What follows belongs to an exercise in optimizing a design on an open flow for small area, a short achievable clock period and few clock cycles per item; a production flow would make more cautious choices.
Only simulation tests tie the RTL to the original design; equivalence was not proved.

==> flow/design.v (outline; a module is shown in full before it is edited, if it fits) <==
// module lsu_mulb: 2160 lines
// module lsu_bs: 3 lines
// module lsu_fa: 4 lines
// module lsu_ha: 4 lines
// module lsu_add33: 91 lines
// module lsu_add36: 100 lines
// module lsu_add64: 328 lines
// module loop_slot_unit: 320 lines
module loop_slot_unit (
    input  wire        clk,
    input  wire        rst,
    input  wire        in_valid,
    output wire        in_ready,
    input  wire [2:0]  typ,
    input  wire [3:0]  fmt,
    input  wire        lim_src,
    input  wire [7:0]  signs,
    input  wire        hold,
    input  wire        start,
    input  wire [31:0] a,
    input  wire [31:0] b,
    input  wire [31:0] c,
    input  wire [31:0] d,
    input  wire [31:0] p0,
    input  wire [31:0] p1,
    input  wire [31:0] p2,
    input  wire [31:0] p3,
    input  wire [31:0] p4,
    input  wire [31:0] p5,
    input  wire [15:0] p6,
    input  wire [31:0] st_out,
    input  wire [31:0] st_i,
    input  wire [7:0]  gov_gap,
    input  wire [7:0]  gov_win,
    output reg         out_valid,
    output reg  [31:0] out,
    output reg  [31:0] aux,
    output reg  [5:0]  flags
);
  // ...
==> flow/flow/run.sh <==
#!/bin/bash
# The standard layout (the standard.sh: standard synthesis, floorplan, placement,
# CTS, routing) with these changes to how it is made; the constraints
# (constraint.sdc) are the design's:
# - every port still gets a buffer, but the smallest one (buf_1) to start with;
# - ORFS's timing repair is asked to keep 34.5 ns of setup slack at the design's
#   44 ns clock, so that it sizes and buffers every path longer than 9.5 ns
#   (including those port buffers), with gate cloning off and sizing free to
#   change a cell's footprint.
# make's full output goes to standard.log here; ORFS keeps each step's log under orfs/logs.
set -euo pipefail
bash standard.sh SETUP_SLACK_MARGIN=34.5 SKIP_GATE_CLONING=1 MATCH_CELL_FOOTPRINT=0 \
    "BUFFER_PORTS_ARGS=-buffer_cell sky130_fd_sc_hd__buf_1" finish > standard.log 2>&1
==> flow/standard.sh <==
#!/bin/bash
# synth_recipe.tcl (not shown) runs the flow's synth.tcl, then flattens the netlist and writes it again
# the make line also repeats each setting of config.mk as NAME=value (left out here)
make -C /OpenROAD-flow-scripts/flow DESIGN_CONFIG=/design/flow/config.mk WORK_HOME=/design/flow/orfs CLKGATE_MAP_FILE= SYNTH_SCRIPT=/design/flow/synth_recipe.tcl "${@:-finish}"
==> flow/config.mk <==
export PLATFORM = sky130hd
export DESIGN_NAME = loop_slot_unit
export DESIGN_NICKNAME = loop_slot_unit
export VERILOG_FILES = /design/flow/design.v
export SDC_FILE = /design/flow/constraint.sdc
export NUM_CORES = 4
export LEC_CHECK = 0
export CAP_MARGIN = 10
export CELL_PAD_IN_SITES_DETAIL_PLACEMENT = 2
export CELL_PAD_IN_SITES_GLOBAL_PLACEMENT = 2
export CORE_MARGIN = 2
export CORE_UTILIZATION = 25
export CTS_CLUSTER_DIAMETER = 120
export CTS_CLUSTER_SIZE = 24
export SLEW_MARGIN = 10
export SYNTH_HIERARCHICAL = 1
export SYNTH_MINIMUM_KEEP_SIZE = 0
==> flow/constraint.sdc <==
create_clock -name core_clock -period 44.0 [get_ports {clk}]
set_input_delay 8.8000 -clock core_clock [delete_from_list [all_inputs] [get_ports {clk}]]
set_output_delay 8.8000 -clock core_clock [all_outputs]
set_load 0.01 [all_outputs]
==> impl_metrics.toml, run 1 <==
[global_routing]
met3_usage_pct = 3.91
grt_max_degree = 96

[cts]
htreeDepth = 2
cts_sinks = 886
post_cts_buffers = 0
clkTransAtPathRegs_ns = 0.10
ctsHoldBuffers = 0

[setup_path]
max_stage_delay_ns = 0.39
reg2reg_from = "k1r[7]"
worstPathRequired_ns = 35.20
r2r-end = "pr2[40]"
cp.arrival_ns = 1.29
r2r_slack_ns = 34.73

[floorplanning]
die_w_um = 580
rows = 211

[drt]
wl_per_cell_um = 33.2
firstDrtPassIters = 8
met1_length_um = 205000

[min_path]
hp-class = "flop to flop"

[logic_synthesis]
syn_area_per_cell_um2 = 9.42

[final_layout]
n_sequential_cell = 886
clk_share_pct = 2.15
mostFrequentLayoutCells = "nand2_1, inv_1, fa_1, ha_1, dfxtp_1"

[sta]
whs_ns = 0.349

[placed_design]
hpwl_um = 352000

[outcome]
outcome = "finished clean"
Testbench counts, summed over its fixed seeds: cycles 37,310, items 32,000.
==> inputs of run 2 (changes only) <==
--- a/flow/flow/run.sh
+++ b/flow/flow/run.sh
@@ -4,2 +4,4 @@
 # (constraint.sdc) are the design's:
+# - the buffers ABC put in the synthesized netlist are removed at floorplan, and the
+#   placement's repair buffers the nets again as it needs;
 # - every port still gets a buffer, but the smallest one (buf_1) to start with;
@@ -12,2 +14,2 @@
 bash standard.sh SETUP_SLACK_MARGIN=34.5 SKIP_GATE_CLONING=1 MATCH_CELL_FOOTPRINT=0 \
-    "BUFFER_PORTS_ARGS=-buffer_cell sky130_fd_sc_hd__buf_1" finish > standard.log 2>&1
+    REMOVE_ABC_BUFFERS=1 "BUFFER_PORTS_ARGS=-buffer_cell sky130_fd_sc_hd__buf_1" finish > standard.log 2>&1
==> run 2 against run 1 <==
Still clean on timing, DRC and antenna. Synthesized cell count unchanged. Cell area increased by 0.45%. Non-clock buffer count decreased by 12. Count of clock-buffer cells in the layout increased by 6. Critical path type unchanged.
==> impl_metrics.toml, run 2 <==
[sta]
fin_skew_ns = 0.0798
finalSetupViolCount = 0
whs_ns = 0.334
fin_setup_tns_ns = 0
hold_violations = 0
period_minus_slack_ns = 10.14
max_slew_margin_pct = 16.9
slew_violations = 0
max_freq_mhz = 98.6
rsz0062_at_grt = "true"
period_share_pct = 23.0
worst_pin_slew_ns = 1.22

[setup_path]
r2r_slack_ns = 34.80
crit_path_start_kind = "flop"
critPathMaxFanout = 1
max_stage_delay_ns = 0.38
reg2reg_from = "k1r[15]"
cp.arrival_ns = 1.34
cp_slowest_cell = "dfxtp_4"
path_buf_inv = 1
worstSetupEndpointType = "output port"
worstSetupPathType = "flop to output port"
worstPathRequired_ns = 35.20
reg2reg_depth = 21
cp_cell_sequence = "buf_6"
path_delay_family = "flip-flops"
r2r-end = "pr2[39]"

[floorplanning]
coreArea_um2 = 330000
die_w_um = 580
pin_count = 509
fp.dieH_um = 580
start_util_pct = 25.1
rows = 211
die_area_um2 = 336000

[drt]
routed_wl_um = 451000
num_vias = 75074
ant_nets = 0
via_per_inst = 5.52
wl_per_cell_um = 33.1
drcViolationCount = 0
firstDrtPassIters = 6
drt_iter0_drc = 6429

[cts]
ctsHoldBuffers = 0
cts_made_buffers = 61
htreeDepth = 2
clkLatencyLatePin_ns = 0.86
cts_sinks = 886
cts_root_buf = "clkbuf_16"
clkTransAtPathRegs_ns = 0.10
ctsLongestPathBuffers = 3
cts_tree = "done"

[placed_design]
io_buffers = 508
gp_congestion = 0.955
placed_cells = 13464
hpwl_um = 348000

[global_routing]
gr-total-overflow = 0
grt_util_all_layers_pct = 26.0
grt_max_degree = 129
grt_pass1_wl_um = 630000
antenna_found_initial = 53
grt_pass1_vias = 80282

[logic_synthesis]
ys_warn_count = 7
syn_area_um2 = 82900
synthCells = 8803
syn_area_per_cell_um2 = 9.42

[min_path]
whs_endpoint = "h1"
hp-class = "flop to flop"
min_from = "h0"
hold_depth = 0

[final_layout]
syn_to_final_growth_pct = 11.7
drive_gt1_share_pct = 7.49
finalNonFillerCells = 13603
top_register = "pr2"
final_core_util_pct = 28.1
fin_nets = 10942
final_common_cell = "nand2_1"
n_fill_cell = 36987
mostFrequentLayoutCells = "nand2_1, inv_1, fa_1, ha_1, dfxtp_1"
largest_register_ffs = 64

[run]
maxCapViolations = 0

[outcome]
outcome = "finished clean"
==> run 2: worst max-delay path by stage <==
stage	startpoint	endpoint	slack (ns)	cells past startpoint
2_1_floorplan	t0[0]	hi1[30]	28.10	19
3_3_place_gp	gov_gap[5]	gl0[2]	34.00	6
5_1_grt	out[19]	out[19]	33.81	1
4_1_cts	out[19]	out[19]	33.81	1
6_report	out[19]	out[19]	33.86	1
3_5_place_dp	gov_gap[0]	gap0[1]	33.99	5
==> run 2: metal layers <==
metal	track usage, %	part of all wire (%)	vias to the layer above
li1	-	-	31907
met1	35.9	45	39422
met2	40.1	43	3010
met3	3.94	6.4	721
met4	11.0	4.8	14
met5	0.0850	0.018	-
==> run 2: repair_timing <==
| action | 4_1_cts | 5_1_grt |
|---|---|---|
| hold endpoints to repair | 0 | 0 |
| buffers inserted | 0 | 1 |
| setup endpoints to repair | 72 | 90 |
| gates cloned | 0 | 0 |
| resized for setup | 213 | 49 |
| pin swaps | 0 | 1 |
==> run 2: stage by stage <==
stage / instance area (um^2) / setup WS, ns
2_1_floorplan: 80500 / 28.10
5_1_grt: 92600 / 33.81
3_3_place_gp: 89800 / 34.00
6_report: 92700 / 33.86
3_5_place_dp: 89800 / 33.99
4_1_cts: 92400 / 33.81
==> run 2: layout make-up <==
class                   instances  area (um^2)  share of cell area [%]
diodes                         27         67.6                  0.0729
clock buffers                  76         1610                    1.74
clock inverters                35          666                   0.718
inverters                     729         2740                    2.95
multi-input cells            6790        58800                    63.4
flip-flops and latches        886        19600                    21.1
well taps                    4366         5460                    5.89
repair buffers                694         3770                    4.06

-- static timing again, ports no longer ideal --
No port has a modelled driver above. Below, the same layouts with a new extraction and two added sets of constraints.
Step 1 (the two cells are an assumption about what drives the block):
set clk [get_ports {clk}]
set_driving_cell -lib_cell sky130_fd_sc_hd__clkbuf_16 $clk
set_driving_cell -lib_cell sky130_fd_sc_hd__buf_2 [delete_from_list [all_inputs] $clk]
Step 2 moves the port delays by t, midway between the first and last clock arrival at a register: inputs arrive t later, outputs are due t later. That takes back most of the time a late clock gives input paths.
a / b / c = no drivers / after step 1 / after step 2; a / b = the first two.
| run | shift t [ns] | setup WS [ns] | worst register clock-pin slew, ns | pins driven straight from the clock port |
|---|---|---|---|---|
| run 1 | 0.874 | 33.914 / 33.818 / 34.002 | 0.11 / 0.11 | 1 |
| run 2 | 0.934 | 33.862 / 33.749 / 33.998 | 0.11 / 0.11 | 1 |
After both steps setup and hold are still met in every run listed.
